From an optimization exercise on the open Yosys and OpenROAD flow, aimed at small area, a short achievable clock period and few clock cycles per item; shortcuts taken in it are not production practice.
The RTL was checked by simulation tests, not by an equivalence proof against the original design.

File: flow/run.sh
#!/bin/bash
# synth_recipe.tcl (not shown) runs the flow's synth.tcl, then flattens the netlist and writes it again
# the make line also repeats each setting of config.mk as NAME=value (left out here)
make -C /OpenROAD-flow-scripts/flow DESIGN_CONFIG=/design/flow/config.mk WORK_HOME=/design/flow/orfs CLKGATE_MAP_FILE= SYNTH_SCRIPT=/design/flow/synth_recipe.tcl finish
File: flow/config.mk
export PLATFORM = sky130hd
export DESIGN_NAME = aes128_enc
export DESIGN_NICKNAME = aes128_enc
export VERILOG_FILES = /design/flow/design.v
export SDC_FILE = /design/flow/constraint.sdc
export NUM_CORES = 8
export LEC_CHECK = 0
export CAP_MARGIN = 20
export CORE_MARGIN = 2
export CORE_UTILIZATION = 25
export SLEW_MARGIN = 20
File: flow/constraint.sdc
create_clock -name core_clock -period 10.0 [get_ports {clk}]
set_input_delay 2.0000 -clock core_clock [delete_from_list [all_inputs] [get_ports {clk}]]
set_output_delay 2.0000 -clock core_clock [all_outputs]
set_load 0.01 [all_outputs]
File: flow/design.v
module aes_sbox (
    input  wire [7:0] a,
    output reg  [7:0] y
);
    always @* begin
        case (a)
            8'h00: y = 8'h63;
            8'h01: y = 8'h7c;
            8'h02: y = 8'h77;
            8'h03: y = 8'h7b;
            8'h04: y = 8'hf2;
            8'h05: y = 8'h6b;
            8'h06: y = 8'h6f;
            8'h07: y = 8'hc5;
            8'h08: y = 8'h30;
            8'h09: y = 8'h01;
            8'h0a: y = 8'h67;
            8'h0b: y = 8'h2b;
            8'h0c: y = 8'hfe;
            8'h0d: y = 8'hd7;
            8'h0e: y = 8'hab;
            8'h0f: y = 8'h76;
            8'h10: y = 8'hca;
            8'h11: y = 8'h82;
            8'h12: y = 8'hc9;
            8'h13: y = 8'h7d;
            8'h14: y = 8'hfa;
            8'h15: y = 8'h59;
            8'h16: y = 8'h47;
            8'h17: y = 8'hf0;
            8'h18: y = 8'had;
            8'h19: y = 8'hd4;
            8'h1a: y = 8'ha2;
            8'h1b: y = 8'haf;
            8'h1c: y = 8'h9c;
            8'h1d: y = 8'ha4;
            8'h1e: y = 8'h72;
            8'h1f: y = 8'hc0;
            8'h20: y = 8'hb7;
            8'h21: y = 8'hfd;
            8'h22: y = 8'h93;
            8'h23: y = 8'h26;
            8'h24: y = 8'h36;
            8'h25: y = 8'h3f;
            8'h26: y = 8'hf7;
            8'h27: y = 8'hcc;
            8'h28: y = 8'h34;
            8'h29: y = 8'ha5;
            8'h2a: y = 8'he5;
            8'h2b: y = 8'hf1;
            8'h2c: y = 8'h71;
            8'h2d: y = 8'hd8;
            8'h2e: y = 8'h31;
            8'h2f: y = 8'h15;
            8'h30: y = 8'h04;
            8'h31: y = 8'hc7;
            8'h32: y = 8'h23;
            8'h33: y = 8'hc3;
            8'h34: y = 8'h18;
            8'h35: y = 8'h96;
            8'h36: y = 8'h05;
            8'h37: y = 8'h9a;
            8'h38: y = 8'h07;
            8'h39: y = 8'h12;
            8'h3a: y = 8'h80;
            8'h3b: y = 8'he2;
            8'h3c: y = 8'heb;
            8'h3d: y = 8'h27;
            8'h3e: y = 8'hb2;
            8'h3f: y = 8'h75;
            8'h40: y = 8'h09;
            8'h41: y = 8'h83;
            8'h42: y = 8'h2c;
            8'h43: y = 8'h1a;
            8'h44: y = 8'h1b;
            8'h45: y = 8'h6e;
            8'h46: y = 8'h5a;
            8'h47: y = 8'ha0;
            8'h48: y = 8'h52;
            8'h49: y = 8'h3b;
            8'h4a: y = 8'hd6;
            8'h4b: y = 8'hb3;
            8'h4c: y = 8'h29;
            8'h4d: y = 8'he3;
            8'h4e: y = 8'h2f;
            8'h4f: y = 8'h84;
            8'h50: y = 8'h53;
            8'h51: y = 8'hd1;
            8'h52: y = 8'h00;
            8'h53: y = 8'hed;
            8'h54: y = 8'h20;
            8'h55: y = 8'hfc;
            8'h56: y = 8'hb1;
            8'h57: y = 8'h5b;
            8'h58: y = 8'h6a;
            8'h59: y = 8'hcb;
            8'h5a: y = 8'hbe;
            8'h5b: y = 8'h39;
            8'h5c: y = 8'h4a;
            8'h5d: y = 8'h4c;
            8'h5e: y = 8'h58;
            8'h5f: y = 8'hcf;
            8'h60: y = 8'hd0;
            8'h61: y = 8'hef;
            8'h62: y = 8'haa;
            8'h63: y = 8'hfb;
            8'h64: y = 8'h43;
            8'h65: y = 8'h4d;
            8'h66: y = 8'h33;
            8'h67: y = 8'h85;
            8'h68: y = 8'h45;
            8'h69: y = 8'hf9;
            8'h6a: y = 8'h02;
            8'h6b: y = 8'h7f;
            8'h6c: y = 8'h50;
            8'h6d: y = 8'h3c;
            8'h6e: y = 8'h9f;
            8'h6f: y = 8'ha8;
            8'h70: y = 8'h51;
            8'h71: y = 8'ha3;
            8'h72: y = 8'h40;
            8'h73: y = 8'h8f;
            8'h74: y = 8'h92;
            8'h75: y = 8'h9d;
            8'h76: y = 8'h38;
            8'h77: y = 8'hf5;
            8'h78: y = 8'hbc;
            8'h79: y = 8'hb6;
            8'h7a: y = 8'hda;
            8'h7b: y = 8'h21;
            8'h7c: y = 8'h10;
            8'h7d: y = 8'hff;
            8'h7e: y = 8'hf3;
            8'h7f: y = 8'hd2;
            8'h80: y = 8'hcd;
            8'h81: y = 8'h0c;
            8'h82: y = 8'h13;
            8'h83: y = 8'hec;
            8'h84: y = 8'h5f;
            8'h85: y = 8'h97;
            8'h86: y = 8'h44;
            8'h87: y = 8'h17;
            8'h88: y = 8'hc4;
            8'h89: y = 8'ha7;
            8'h8a: y = 8'h7e;
            8'h8b: y = 8'h3d;
            8'h8c: y = 8'h64;
            8'h8d: y = 8'h5d;
            8'h8e: y = 8'h19;
            8'h8f: y = 8'h73;
            8'h90: y = 8'h60;
            8'h91: y = 8'h81;
            8'h92: y = 8'h4f;
            8'h93: y = 8'hdc;
            8'h94: y = 8'h22;
            8'h95: y = 8'h2a;
            8'h96: y = 8'h90;
            8'h97: y = 8'h88;
            8'h98: y = 8'h46;
            8'h99: y = 8'hee;
            8'h9a: y = 8'hb8;
            8'h9b: y = 8'h14;
            8'h9c: y = 8'hde;
            8'h9d: y = 8'h5e;
            8'h9e: y = 8'h0b;
            8'h9f: y = 8'hdb;
            8'ha0: y = 8'he0;
            8'ha1: y = 8'h32;
            8'ha2: y = 8'h3a;
            8'ha3: y = 8'h0a;
            8'ha4: y = 8'h49;
            8'ha5: y = 8'h06;
            8'ha6: y = 8'h24;
            8'ha7: y = 8'h5c;
            8'ha8: y = 8'hc2;
            8'ha9: y = 8'hd3;
            8'haa: y = 8'hac;
            8'hab: y = 8'h62;
            8'hac: y = 8'h91;
            8'had: y = 8'h95;
            8'hae: y = 8'he4;
            8'haf: y = 8'h79;
            8'hb0: y = 8'he7;
            8'hb1: y = 8'hc8;
            8'hb2: y = 8'h37;
            8'hb3: y = 8'h6d;
            8'hb4: y = 8'h8d;
            8'hb5: y = 8'hd5;
            8'hb6: y = 8'h4e;
            8'hb7: y = 8'ha9;
            8'hb8: y = 8'h6c;
            8'hb9: y = 8'h56;
            8'hba: y = 8'hf4;
            8'hbb: y = 8'hea;
            8'hbc: y = 8'h65;
            8'hbd: y = 8'h7a;
            8'hbe: y = 8'hae;
            8'hbf: y = 8'h08;
            8'hc0: y = 8'hba;
            8'hc1: y = 8'h78;
            8'hc2: y = 8'h25;
            8'hc3: y = 8'h2e;
            8'hc4: y = 8'h1c;
            8'hc5: y = 8'ha6;
            8'hc6: y = 8'hb4;
            8'hc7: y = 8'hc6;
            8'hc8: y = 8'he8;
            8'hc9: y = 8'hdd;
            8'hca: y = 8'h74;
            8'hcb: y = 8'h1f;
            8'hcc: y = 8'h4b;
            8'hcd: y = 8'hbd;
            8'hce: y = 8'h8b;
            8'hcf: y = 8'h8a;
            8'hd0: y = 8'h70;
            8'hd1: y = 8'h3e;
            8'hd2: y = 8'hb5;
            8'hd3: y = 8'h66;
            8'hd4: y = 8'h48;
            8'hd5: y = 8'h03;
            8'hd6: y = 8'hf6;
            8'hd7: y = 8'h0e;
            8'hd8: y = 8'h61;
            8'hd9: y = 8'h35;
            8'hda: y = 8'h57;
            8'hdb: y = 8'hb9;
            8'hdc: y = 8'h86;
            8'hdd: y = 8'hc1;
            8'hde: y = 8'h1d;
            8'hdf: y = 8'h9e;
            8'he0: y = 8'he1;
            8'he1: y = 8'hf8;
            8'he2: y = 8'h98;
            8'he3: y = 8'h11;
            8'he4: y = 8'h69;
            8'he5: y = 8'hd9;
            8'he6: y = 8'h8e;
            8'he7: y = 8'h94;
            8'he8: y = 8'h9b;
            8'he9: y = 8'h1e;
            8'hea: y = 8'h87;
            8'heb: y = 8'he9;
            8'hec: y = 8'hce;
            8'hed: y = 8'h55;
            8'hee: y = 8'h28;
            8'hef: y = 8'hdf;
            8'hf0: y = 8'h8c;
            8'hf1: y = 8'ha1;
            8'hf2: y = 8'h89;
            8'hf3: y = 8'h0d;
            8'hf4: y = 8'hbf;
            8'hf5: y = 8'he6;
            8'hf6: y = 8'h42;
            8'hf7: y = 8'h68;
            8'hf8: y = 8'h41;
            8'hf9: y = 8'h99;
            8'hfa: y = 8'h2d;
            8'hfb: y = 8'h0f;
            8'hfc: y = 8'hb0;
            8'hfd: y = 8'h54;
            8'hfe: y = 8'hbb;
            8'hff: y = 8'h16;
            default: y = 8'h00;
        endcase
    end
endmodule
module aes_xtime (
    input  wire [7:0] a,
    output wire [7:0] y
);
    assign y = {a[6:0], 1'b0} ^ (a[7] ? 8'h1b : 8'h00);
endmodule
module aes_mixcol (
    input  wire [31:0] c,
    output wire [31:0] m
);
    wire [7:0] b0 = c[31:24], b1 = c[23:16], b2 = c[15:8], b3 = c[7:0];
    wire [7:0] x0, x1, x2, x3;
    aes_xtime u0 (.a(b0), .y(x0));
    aes_xtime u1 (.a(b1), .y(x1));
    aes_xtime u2 (.a(b2), .y(x2));
    aes_xtime u3 (.a(b3), .y(x3));
    assign m[31:24] = x0 ^ (x1 ^ b1) ^ b2 ^ b3;
    assign m[23:16] = b0 ^ x1 ^ (x2 ^ b2) ^ b3;
    assign m[15:8]  = b0 ^ b1 ^ x2 ^ (x3 ^ b3);
    assign m[7:0]   = (x0 ^ b0) ^ b1 ^ b2 ^ x3;
endmodule
module aes_round (
    input  wire [127:0] s,
    input  wire         last,
    output wire [127:0] y
);
    wire [127:0] sb;
    wire [127:0] sr;
    wire [127:0] mc;
    genvar i, c, r;
    generate
        for (i = 0; i < 16; i = i + 1) begin : g_sub
            aes_sbox u_sb (.a(s[127-8*i -: 8]), .y(sb[127-8*i -: 8]));
        end
        for (c = 0; c < 4; c = c + 1) begin : g_col
            for (r = 0; r < 4; r = r + 1) begin : g_row
                assign sr[127-8*(r+4*c) -: 8] = sb[127-8*(r+4*((c+r)%4)) -: 8];
            end
            aes_mixcol u_mc (.c(sr[127-32*c -: 32]), .m(mc[127-32*c -: 32]));
        end
    endgenerate
    assign y = last ? sr : mc;
endmodule
module aes_keystep (
    input  wire [127:0] k,
    input  wire [7:0]   rcon,
    output wire [127:0] n
);
    wire [31:0] w0 = k[127:96], w1 = k[95:64], w2 = k[63:32], w3 = k[31:0];
    wire [31:0] rot = {w3[23:0], w3[31:24]};
    wire [31:0] sub;
    aes_sbox s0 (.a(rot[31:24]), .y(sub[31:24]));
    aes_sbox s1 (.a(rot[23:16]), .y(sub[23:16]));
    aes_sbox s2 (.a(rot[15:8]),  .y(sub[15:8]));
    aes_sbox s3 (.a(rot[7:0]),   .y(sub[7:0]));
    wire [31:0] n0 = w0 ^ sub ^ {rcon, 24'h0};
    wire [31:0] n1 = w1 ^ n0;
    wire [31:0] n2 = w2 ^ n1;
    wire [31:0] n3 = w3 ^ n2;
    assign n = {n0, n1, n2, n3};
endmodule
module aes128_enc (
    input  wire         clk,
    input  wire         rst,       
    input  wire         start,
    input  wire [127:0] key,
    input  wire [127:0] block,
    output reg          done,
    output reg  [127:0] result
);
    reg [127:0] state;
    reg [127:0] rkey;
    reg [3:0]   round;    
    reg         busy;
    reg [7:0]   rcon;
    wire [127:0] nkey;
    wire [127:0] rout;
    aes_keystep u_key (.k(rkey), .rcon(rcon), .n(nkey));
    aes_round   u_rnd (.s(state), .last(round == 4'd10), .y(rout));
    wire [127:0] nstate = rout ^ nkey;
    always @(posedge clk) begin
        if (rst) begin
            state  <= 128'd0;
            rkey   <= 128'd0;
            round  <= 4'd0;
            busy   <= 1'b0;
            rcon   <= 8'h01;
            done   <= 1'b0;
            result <= 128'd0;
        end else begin
            done <= 1'b0;
            if (start && !busy) begin
                state <= block ^ key;
                rkey  <= key;
                round <= 4'd1;
                rcon  <= 8'h01;
                busy  <= 1'b1;
            end else if (busy) begin
                state <= nstate;
                rkey  <= nkey;
                rcon  <= {rcon[6:0], 1'b0} ^ (rcon[7] ? 8'h1b : 8'h00);
                round <= round + 4'd1;
                if (round == 4'd10) begin
                    busy   <= 1'b0;
                    done   <= 1'b1;
                    result <= nstate;
                end
            end
        end
    end
endmodule
==> run notes <==
==> per-stage QoR <==
| stage | instances | setup WS, ns | util |
|---|---|---|---|
| 6_report | 19400 | 2.99 | 0.280 |
| 2_1_floorplan | 14800 | 4.14 | - |
| 3_5_place_dp | 19200 | 2.66 | 0.271 |
| 4_1_cts | 19400 | 3.38 | 0.279 |
| 5_1_grt | 19400 | 2.98 | 0.280 |
| 3_3_place_gp | 19200 | 2.50 | 0.271 |
==> layer usage <==
layer	routed length, um	part of all wire
met1	259000	0.37
met2	280000	0.40
met3	93600	0.13
met4	71300	0.10
met5	201	0.00029
==> cell usage after synthesis, drive strengths merged, types with 170 or more instances <==
library cell  instances  area (um2)
nand3               486        2450
inv                 261         980
o311ai              196        1720
xnor2               384        3480
clkbuf              993        3740
xor2                179        1580
dfxtp               558       11200
a21oi              1341        6740
nor2               1409        5300
o21ai              1239        6230
mux2i               170        1710
ha                  250        3130
nand2              1555        5840
xnor3               171        3850
a211oi              650        4890
buf                 737        3580
nor3                482        2510
o211ai              408        3060
a31oi               350        2210
==> how the worst max path moves through the flow <==
stage	from	to	cells past startpoint
floorplan	start	u_rnd.g_col[1].u_mc.u3.a[2]	21
global placement	key[64]	u_rnd.g_col[2].u_mc.u3.a[4]	16
detailed placement	key[105]	u_rnd.g_col[2].u_mc.u2.a[6]	16
CTS	busy	u_rnd.g_col[1].u_mc.u3.a[7]	18
global route	busy	u_rnd.g_col[1].u_mc.u3.a[3]	17
finish	busy	u_rnd.g_col[1].u_mc.u3.a[7]	18
==> cell usage in the layout, fill, tap and decap left out, types with 83 or more instances in the layout <==
cell | synthesis | layout
o22ai_1 | 160 | 159
nand4_1 | 93 | 93
clkbuf_16 | 0 | 92
a211o_1 | 149 | 142
o31ai_1 | 114 | 110
nand2_1 | 1554 | 1550
inv_1 | 221 | 211
and2_1 | 92 | 92
o2111ai_1 | 83 | 83
or3_1 | 96 | 96
o221ai_1 | 150 | 149
xnor2_1 | 375 | 363
a211oi_1 | 647 | 638
mux2i_1 | 169 | 169
nor2_1 | 1405 | 1400
and3_1 | 109 | 109
a311oi_1 | 167 | 167
a21oi_1 | 1338 | 1331
dfxtp_1 | 558 | 557
xnor3_1 | 168 | 168
a221oi_1 | 162 | 161
clkdlybuf4s50_1 | 0 | 385
ha_1 | 250 | 250
o211ai_1 | 408 | 408
o311ai_0 | 184 | 184
o21ai_0 | 1210 | 1207
xor2_1 | 178 | 174
a31oi_1 | 347 | 337
buf_4 | 34 | 550
nor2b_1 | 100 | 99
nand3_1 | 484 | 484
nor3_1 | 464 | 457
==> area by class of cell <==
class | instances | share of cell area
clock inverters | 40 | 0.00470
diodes | 44 | 0.00100
flip-flops and latches | 558 | 0.102
inverters | 298 | 0.0103
clock buffers | 121 | 0.0232
well taps | 5220 | 0.0594
multi-input cells | 12200 | 0.726
repair buffers | 943 | 0.0739
==> kinds of logic (layout without fill, tap and decap cells) <==
family,count (synthesis),count (layout),share of synthesized area
flip-flops,558,558,0.113
adder cells (fa/ha/maj),251,251,0.0318
AO/OA/AOI/OAI,6192,6192,0.427
buffers and inverters,2028,1402,0.0855
other,0,44,0
AND/OR/NAND/NOR,4755,4755,0.219
XOR/XNOR,782,782,0.102
multiplexers,200,200,0.0217
==> flip-flops by register name (all words and copies together) (netlist names) <==
register and flops:
busy 1, done 1, rcon 8, result 128, rkey 128, round 4, state 128, u_key.s0.y 8
u_key.s1.y 8, u_key.s2.y 8, u_key.s3.y 8, u_rnd.g_col.u_mc.u0.a 32, u_rnd.g_col.u_mc.u1.a 32, u_rnd.g_col.u_mc.u2.a 32, u_rnd.g_col.u_mc.u3.a 32
==> critical path, stage by stage (launching register included) <==
cell and delay, ns:
dfxtp_4 0.72, buf_4 0.78, inv_8 0.40, buf_4 0.40, nor2_4 0.22, buf_4 0.35
nand3_1 0.19, and3_1 0.21, buf_4 0.22, nor2_1 0.64, inv_1 0.30, ha_1 0.35
buf_4 0.28, nor2_1 0.46, o21ai_0 0.15, and3_1 0.22, a211oi_1 0.21, o21ai_0 0.11
o221ai_1 0.54
==> flow_summary.json <==
{
  "hold_ws_ns": 0.448,
  "rows": 230,
  "start_util": 0.251,
  "first_pass_iters": 9,
  "slew_headroom": 0.128,
  "post_synth.cell_area_avg_um2": 6.68,
  "cts_tree": "done",
  "pin_count": 388,
  "met3_usage": 0.102,
  "antenna_found_initial": 55,
  "clk_pin_slew_ns": 0.06,
  "die_area_um2": 400000,
  "busiest_layer": "met2",
  "async_reset_ff_frac": 0,
  "synth_ff_type": "dfxtp_1",
  "gp_congestion": 1.10,
  "cts_inserted_buffers": 91,
  "rsz0062_at_grt": "false",
  "htreeDepth": 3,
  "cts_hold_buf": 0,
  "ff_latch_area_um2": 11200,
  "clkLatencyLatePin_ns": 0.92,
  "cts.sinks": 558,
  "netlist_area_um2": 98700,
  "drt_iter0_drc": 24800,
  "multi_input_area_um2": 79700,
  "yosysWarnings": 2,
  "num-nets-final": 14600,
  "finalSetupTns_ns": 0,
  "fillers": 43700,
  "area_growth_syn_to_layout_pct": 11.4,
  "grt_use_met2": 0.471,
  "synth_cell_types": 122,
  "clockBufferDepth": 4,
  "rr_worst_depth": 18,
  "dpl_cell_area_um2": 107000,
  "skew_ns": 0.0861,
  "r2r_setup_slack_ns": 2.99,
  "tightest_slew_ns": 1.30,
  "die_h_um": 632,
  "syn_inst": 14800,
  "synth_edf_count": 0,
  "crit_fanout": 73,
  "post_drt_wl_per_cell_um": 36.3,
  "ys_ff_latch": 558,
  "outcome": "finished clean",
  "grt_max_degree": 123,
  "setup_viol": 0,
  "drive_gt1_frac": 0.0750,
  "final.min_clock_period_ns": 7.01,
  "end_kind": "flip-flop",
  "whs_endpoint": "result[23]",
  "ant_nets": 0,
  "hold_depth": 2,
  "r2r-start": "busy",
  "max_clock_freq_ghz": 0.143,
  "grt_use_total": 0.332,
  "fin_area_um2": 110000,
  "r2r-end": "u_rnd.g_col[1].u_mc.u3.a[7]",
  "grt_use_met1": 0.413,
  "ctsRootBufferMaster": "clkbuf_16",
  "hold_viol": 0,
  "min_path_type": "flip-flop to flip-flop",
  "cp-start-kind": "flip-flop",
  "post-route-period-util": 0.701,
  "crit_arrival_ns": 7.73,
  "core_um2": 393000,
  "postCtsSetupRepairBufs": 0,
  "overflow": 0,
  "grt_pass1_wl_um": 974000,
  "dieWidth_um": 632,
  "vias_per_cell": 6.83,
  "slew_viol_final": 0,
  "drt-total-wl_um": 704000,
  "yosysSeqAreaShare": 0.113,
  "hp-start": "result[23]",
  "cp_data_required_time_ns": 10.72,
  "portBuffers": 387,
  "maxCapViolCount": 0,
  "dp_hpwl_um": 506000,
  "cts.repair.resized": 0,
  "synth_nets": 15300,
  "drc": 0,
  "vias": 133000,
  "crit_type": "flip-flop to flip-flop",
  "grt_pass1_vias": 120000
}
Testbench counts, summed over its fixed seeds: cycles 5,640, blocks 512.

afterwards: timing with drivers on the ports:
In the flow no input, the clock included, has a driving cell. The finished layout below was timed again as built, in two steps.
Step 1, drivers: a clkbuf_16 drives clk and a buf_2 each remaining input, both assumed.
Step 2 also shifts input and output timing later by t, the mid clock arrival at the registers, as if the neighbouring blocks saw the same clock.
Slacks: ideal ports / drivers / drivers and shift; pairs: ideal ports / drivers.
shift t [ns]: 0.991
slack for setup (ns): 2.989 / 2.989 / 2.337
clock arrival spread, ns: 0.086 / 0.087
After both steps setup and hold are still met in this run. The setup slack of this run moves by 0.000 ns with the drivers and by -0.652 ns with both steps.
